From an optimization exercise on the open Yosys and OpenROAD flow, aimed at small area, a short achievable clock period and few clock cycles per item; shortcuts taken in it are not production practice. No run shown here included a check of the RTL's function; only the layout flow was run.

==> flow/design.v (outline; a module is shown in full before it is edited, if it fits) <==
// module tau_arith: 2534 lines
module tau_arith (
    input  wire        clk,
    input  wire        rst,           
    input  wire        in_valid,
    output wire        in_ready,
    input  wire        in_fn,         
    input  wire [63:0] in_a,
    input  wire [63:0] in_b,
    output reg         out_valid,
    output reg  [63:0] out_result,
    output reg         out_range
);
  // ...
==> flow/flow/run.sh <==
#!/bin/bash
# The standard layout, with repair_timing asked for more setup slack than the
# clock period needs (so that it sizes the critical paths up), and the port
# buffers made with sky130_fd_sc_hd__buf_2.
set -euo pipefail
bash standard.sh SETUP_SLACK_MARGIN=8 "BUFFER_PORTS_ARGS=-buffer_cell sky130_fd_sc_hd__buf_2" finish > standard_make.log 2>&1
==> flow/standard.sh <==
#!/bin/bash
# synth_recipe.tcl (not shown) runs the flow's synth.tcl, then flattens the netlist and writes it again
# the make line also repeats each setting of config.mk as NAME=value (left out here)
make -C /OpenROAD-flow-scripts/flow DESIGN_CONFIG=/design/flow/config.mk WORK_HOME=/design/flow/orfs CLKGATE_MAP_FILE= SYNTH_SCRIPT=/design/flow/synth_recipe.tcl "${@:-finish}"
==> flow/config.mk <==
export PLATFORM = sky130hd
export DESIGN_NAME = tau_arith
export DESIGN_NICKNAME = tau_arith
export VERILOG_FILES = /design/flow/design.v
export SDC_FILE = /design/flow/constraint.sdc
export NUM_CORES = 4
export LEC_CHECK = 0
export CAP_MARGIN = 20
export CORE_MARGIN = 2
export CORE_UTILIZATION = 40
export SLEW_MARGIN = 20
==> flow/constraint.sdc <==
create_clock -name core_clock -period 14.0 [get_ports {clk}]
set_input_delay 2.8000 -clock core_clock [delete_from_list [all_inputs] [get_ports {clk}]]
set_output_delay 2.8000 -clock core_clock [all_outputs]
set_load 0.01 [all_outputs]
==> notes.md, run 1 <==
hpwl dp=86.47 mm; Die ar.=77,680 um2; Die Y=278.7 um; number of cells upsized or downsized after cts=169; crit path to=w_r[19]; HP Class=reg -> reg; ranking of synthesized cells by area=fa_1 (21%), dfxtp_1 (16%), edfxtp_1 (10%), ha_1 (9.0%), inv_1 (5.1%); outcome=complete, no violations; R2R depth=27; CTS sink count=345; CTS tree=built; FFs & Latches=345; syn avg cell area=9.164 um2; DRC viols=0; via count=26,320; DP Worst Slack=6.920 ns; Post-Synth Simple-Gate Area=0.1506; Critical Path Stages=27; Max Fclk=162.2 MHz; Layout Cells excl Fill=4,583; RSZ-0062 raised after global routing=true; top sig layer=met4; largest family of logic cells by synthesized area=adder cells; Top delay family on crit path=compound AO/OA/AOI/OAI gates; FF-to-FF setup slack=7.83 ns; Final #Nets=4,247; Boundary Pins=199; hold endpoint=out_result[3]; routing usage on met3=0.05004; Total GRT Usage=0.2833; mux cell area share after synthesis=0.006342; wire per inst=24.31 um
==> inputs of run 2 (changes only) <==
--- a/flow/design.v
+++ b/flow/design.v
@@ -26,37 +26,24 @@
     reg        wres;              
     reg  [2:0] cnt;               
     reg [34:0] dq;                
     reg [20:0] w_r;               
     reg [31:0] w_sec;             
     reg  [8:0] w_lo;              
     reg  [1:0] w_x;               
     reg        w_rng;             
-    wire        in_abad = (in_a[31:0] >= NS_PER_SEC);
-    wire        in_bbad = (in_b[31:0] >= NS_PER_SEC);
-    wire        in_m1   = (&in_b[63:31]) | ~(|in_b[63:31]);    
-    wire        in_m3   = (&in_b[63:40]) | ~(|in_b[63:40]);    
     wire last  = busy & (cnt == 3'd1);
     wire s2_add = s1_v & ~s1_fn & ~s1_rng;
     wire s2_res = s1_v & (s1_fn | s1_rng);
     wire [2:0] cnt_set = s1_m1 ? 3'd1 : s1_m3 ? 3'd3 : 3'd7;
     wire busy_n  = s2_add | (busy & ~last);
     wire last_n  = s2_add ? s1_m1 : (busy & (cnt == 3'd2));
-    wire wres_n  = s2_res;
-    reg        rdy;
-    assign in_ready = rdy;
-    wire [2:0] n_cnt    = s2_add ? cnt_set : busy ? (cnt - 3'd1) : cnt;
-    wire       n_busy   = ~rst & busy_n;
-    wire       n_last   = n_busy & (n_cnt == 3'd1);
-    wire       n_s1_add = ~rst & in_valid & rdy & ~in_fn & ~in_abad;
-    wire       n_busy_n = n_s1_add | (n_busy & ~n_last);
-    wire       n_last_n = n_s1_add ? in_m1 : (n_busy & (n_cnt == 3'd2));
-    always @(posedge clk)
-        rdy <= ~n_busy_n | n_last_n;
+    wire wres_n  = s2_res & last;
+    assign in_ready = (~busy_n | last_n) & (~wres_n | last_n);
     wire [20:0] rem  = w_r;
     wire [25:0] rp   = {rem, dq[34:30]};
     wire [32:0] ge;
     genvar gi;
     assign ge[0]  = 1'b1;
     assign ge[32] = 1'b0;
     generate
         for (gi = 1; gi < 32; gi = gi + 1) begin : g_cmp
@@ -2444,16 +2431,20 @@
     wire shy_2324 = shp_2175 ^ (shg_2268 | shp_2269);
     wire shy_2325 = shp_2177 ^ (shg_2246 | shp_2247);
     wire shy_2326 = shp_2179 ^ (shg_2270 | shp_2271);
     wire shy_2327 = shp_2181 ^ (shg_2232 | shp_2233);
     wire shy_2328 = shp_2183 ^ (shg_2272 | shp_2273);
     wire shy_2329 = shp_2185 ^ (shg_2248 | shp_2249);
     wire [26:0] ph0 = {shx_2302, shx_2301, shx_2300, shx_2299, shx_2298, shx_2297, shx_2296, shx_2295, shx_2294, shx_2293, shx_2292, shx_2291, shx_2290, shx_2289, shx_2288, shx_2287, shx_2286, shx_2285, shx_2284, shx_2283, shx_2282, shx_2281, shx_2280, shx_2279, shx_2278, shx_2277, shx_2276};
     wire [26:0] ph1 = {shy_2329, shy_2328, shy_2327, shy_2326, shy_2325, shy_2324, shy_2323, shy_2322, shy_2321, shy_2320, shy_2319, shy_2318, shy_2317, shy_2316, shy_2315, shy_2314, shy_2313, shy_2312, shy_2311, shy_2310, shy_2309, shy_2308, shy_2307, shy_2306, shy_2305, shy_2304, shy_2303};
+    wire        in_abad = (in_a[31:0] >= NS_PER_SEC);
+    wire        in_bbad = (in_b[31:0] >= NS_PER_SEC);
+    wire        in_m1   = (&in_b[63:31]) | ~(|in_b[63:31]);    
+    wire        in_m3   = (&in_b[63:40]) | ~(|in_b[63:40]);    
     wire [3:0]  in_k    = {in_fn, ~in_fn & ~in_m3, ~in_fn & ~in_m1 & in_m3, ~in_fn & in_m1};
     always @(posedge clk) begin
         s1_fn  <= in_fn;
         s1_rng <= in_abad | (in_fn & in_bbad);
         s1_m1  <= in_m1;
         s1_m3  <= in_m3;
         s1_kc[0] <= in_k[3];
         s1_kc[1] <= in_k[0] | in_k[2];
@@ -2489,36 +2480,39 @@
         end else begin
             r_init   = u_v[55:35];
             dq_init  = u_v[34:0];
         end
     end
     wire [5:0]  pl    = {1'b0, sec_b[4:0]} + {1'b0, d};
     wire [31:0] sec_v = {pl[5] ? ph1 : ph0, pl[4:0]};
     always @(posedge clk) begin
-        if (last) begin
-            out_result <= {sec_v, 2'b00, r_step, w_lo};
-            out_range  <= 1'b0;
-        end else begin
-            out_result <= {w_sec, w_x, w_r, w_lo};
-            out_range  <= w_rng;
-        end
-    end
-    always @(posedge clk) begin
         if (rst) begin
             busy      <= 1'b0;
             wres      <= 1'b0;
             out_valid <= 1'b0;
         end else begin
             if (busy) begin
                 dq  <= {dq[29:0], d};
                 cnt <= cnt - 3'd1;
                 w_r <= r_step;
             end
-            out_valid <= last | wres;
+            out_range <= 1'b0;
+            if (last) begin
+                out_valid  <= 1'b1;
+                out_result <= {sec_v, 2'b00, r_step, w_lo};
+            end else if (wres) begin
+                out_valid  <= 1'b1;
+                out_result <= {w_sec, w_x, w_r, w_lo};
+                out_range  <= w_rng;
+            end else begin
+                out_valid  <= s2_res;
+                out_result <= s1_rng ? 64'd0 : sum[63:0];
+                out_range  <= s1_rng;
+            end
             busy <= busy_n;
             wres <= wres_n;
             if (s2_add) begin
                 cnt   <= cnt_set;
                 dq    <= dq_init;
                 w_r   <= r_init;
                 w_sec <= sec_k;
                 w_lo  <= sum[8:0];
==> flow/flow/run.sh (replaced) <==
#!/bin/bash
# The standard layout, with repair_timing asked for more setup slack than the
# clock period needs (so that it sizes the critical paths up), and the port
# buffers made with sky130_fd_sc_hd__buf_2.
set -euo pipefail
bash standard.sh SETUP_SLACK_MARGIN=7 "BUFFER_PORTS_ARGS=-buffer_cell sky130_fd_sc_hd__buf_2" finish > standard_make.log 2>&1
==> notes.md, run 2 <==
Most flops, register=out_result; Synth area leader=fa_1; # rows=102; pin count of the biggest net entering global routing=84; DRC viols=0 (unchanged); Worst Skew=0.03135 ns; Final Hold Vio Count=0; Layout Cells excl Fill=4,623 (+0.87%); cell mode on critical path=a21oi_1; number of CTS-inserted buffers=42; Worst Slack Setup Final=7.185 ns; Die Y=283.7 um (+1.8%); most frequent cells in the layout=inv_1 (414), fa_1 (316), nand2_1 (230), a21oi_1 (229), nor2_1 (229); RSZ-0062 raised after global routing=true; Final #Nets=4,216 (-0.73%); antenna violations before repair=1; Die ar.=80,510 um2 (+3.6%); Boundary Pins=199 (unchanged); cell chosen for the clock root=clkbuf_16; global-route wire length before repair=167.7 mm; Max Fclk=146.7 MHz (-9.5%); Max-Cap Viols=0; ys flop type=dfxtp_1; syn avg cell area=9.286 um2 (+1.3%); number of vias per cell=5.788; Hold Worst Slack=0.5551 ns; post-synth top area share=0.2021; Total GRT Usage=0.2737 (-0.009522); HP Class=reg -> reg; most common cell in the netlist=inv_1; sequential share of the synthesized area=0.2737; syn nets=4,038; synth cell count leaders=inv_1 (418), fa_1 (316), nor2_1 (238), a21oi_1 (232), nand2_1 (230); async set or reset register ratio after synthesis=0; cts hold-fix bufs=0; port buffer count=198; EDFF count, synth=168; first-pass iteration count of the detailed router=7; htree depth=2; ranking of synthesized cells by area=fa_1 (20%), edfxtp_1 (16%), dfxtp_1 (11%), ha_1 (8.8%), inv_1 (5.0%); Worst EP arrival=7.26 ns; outcome=complete, no violations; Mapped Cells=3,371; vias in the first global route=26,540; hpwl dp=88.26 mm (+2.1%); CTS sink count=344 (-0.29%); TNS Setup=0 ns; wire per inst=24.36 um (+0.19%); critical path's slowest cell=o311ai_0; Worst Path Max Fanout=8; Layout Area Growth over Synthesis=13.31%; share of cells above drive strength 1=0.1295; DP Worst Slack=6.646 ns (-0.2734 ns); Slew headroom=0.2087; synth warn=1; Crit Path Category=reg -> reg; Initial Util=0.4041; commonest non-fill, non-tap cell in the layout=inv_1; Ant. Diodes=0; die width=283.7 um; final wirelength=112.6 mm; core area=77,470 um2; Distinct cells, synth=83; Worst-Skew Late Latency=0.60 ns; endpoints failing setup=0; DR iter-0 viols=2,873; via count=26,760 (+1.7%); Layout Utilization=0.4579; CTS clk-pin slew, worst paths=0.07 ns; top flop regs=out_result (64), dq (35); GPL Wtd Cong=1.066; max reg flops=64; Setup crit start kind=register; grt ovf=0; Tcrit/Tclk final=0.4868; Slew Limit Fails=0; worst-margin pin slew=1.179 ns; synthesized area=31,300 um2; Routed Antenna Nets=0; cell count after placement=4,498; CTS tree=built; Longest Clk Path Bufs=3; final worst path period need=6.815 ns; Worst path max stage delay=0.69 ns; WP data required=14.45 ns; flops & latches, synth=344; CP Capture Type=register; worst-path cell chain=buf_4 -> nor2_1 -> a21oi_1 -> o311ai_0 -> a21oi_1 -> o21ai_0 -> nand2_1 -> a31oi_1 -> nand4_1 -> or4_1 -> ha_1 -> nand2b_1 -> a21oi_1 -> or4_1 -> a21o_1 -> a21oi_2 -> o21bai_1 -> nor2b_1 -> or3_1 -> fa_1 -> o22ai_1 -> a211oi_1 -> o21ai_0 -> a21oi_1
-- run 2: cell types whose count changed in the layout (fill, tap and decap cells not counted), sizes merged, moves of 10 or more --
cell / before / now
buf: 376 / 285
a21o: 73 / 86
dfxtp: 242 / 176
a211oi: 19 / 52
clkinvlp: 22 / 7
nor2b: 32 / 22
inv: 398 / 424
edfxtp: 103 / 168
nor3: 60 / 81
and3: 35 / 18
nand3: 80 / 67
a21oi: 195 / 232
a221oi: 13 / 23
-- run 2: per-layer routing --
layer,GRT usage,part of all wire,vias up
li1,-,-,12120
met1,0.3541,0.40,12870
met2,0.4414,0.45,1394
met3,0.05088,0.084,364
met4,0.1323,0.059,0
met5,0,0,-
-- run 2: cell type report --
type / count / area, um2
fillers: 7490 / 42000
multi-input cells: 2455 / 20810
flip-flops and latches: 344 / 8581
repair buffers: 286 / 1700
inverters: 420 / 1592
well taps: 1040 / 1301
clock buffers: 56 / 1219
clock inverters: 22 / 269.0
-- run 2: worst max-delay path, delay by kind of cell, from the launching register on --
| family | cells | cell delay (ns) |
|---|---|---|
| AOI/OAI and AO/OA | 13 | 2.82 |
| and+or+nand+nor | 8 | 2.20 |
| adders and majority gates | 2 | 0.86 |
| DFF | 1 | 0.55 |
| buffers and inverters | 1 | 0.24 |
-- run 2: stage by stage --
step	area, um2
final	35470
after global routing	35470
after CTS	34960
after detailed placement	33390
after global placement	33370
after floorplan	31300
-- run 2: logic make-up after synthesis --
family / share of synthesized area
buf+inv: 0.06863
fa+ha+maj: 0.2896
flops: 0.2737
mux: 0.007674
simple gates: 0.1411
xor+xnor: 0.04721
compound gates: 0.1720
-- run 2: worst paths after layout --
| path | from | to | slack, ns | cells after the start |
|---|---|---|---|---|
| setup / recovery | dq[34] | w_r[14] | 7.19 | 24 |
| hold / removal | dq[27] | dq[32] | 0.56 | 2 |
| setup reg to reg | dq[34] | w_r[14] | 7.19 | 24 |
| hold reg to reg | dq[27] | dq[32] | 0.56 | 2 |
-- run 2: timing repair --
action / 4_1_cts / 5_1_grt
endpoints found under the setup margin: 21 / 42
setup buffers: 9 / 38
gates cloned: 0 / 0
gates resized for setup: 2 / 48
pin swaps: 0 / 7

port drivers added, routing unchanged:
The flow's constraints put no driver on any port. The routed layouts listed below were extracted and timed again, unchanged, in two steps. Step 1 assumes that a clkbuf_16 drives the clock port and a buf_2 every other input. Step 2 moves the port delays by t, midway between the first and last clock arrival at a register: inputs arrive t later, outputs are due t later. That takes back most of the time a late clock gives input paths. a / b / c = no drivers / after step 1 / after step 2; a / b = the first two.
| run | shift t [ns] | slack for setup (ns) | worst hold slack (ns) | worst setup path after step 2 |
|---|---|---|---|---|
| run 1 | 0.667 | 7.833 / 7.833 / 7.631 | 0.341 / 0.341 / 0.341 | input to register |
| run 2 | 0.649 | 7.185 / 7.185 / 7.185 | 0.555 / 0.555 / 0.555 | register to register |
After both steps every run listed still meets setup and hold. The setup slack of run 1, which loses most, moves by 0.000 ns with the drivers and by -0.202 ns with both steps.
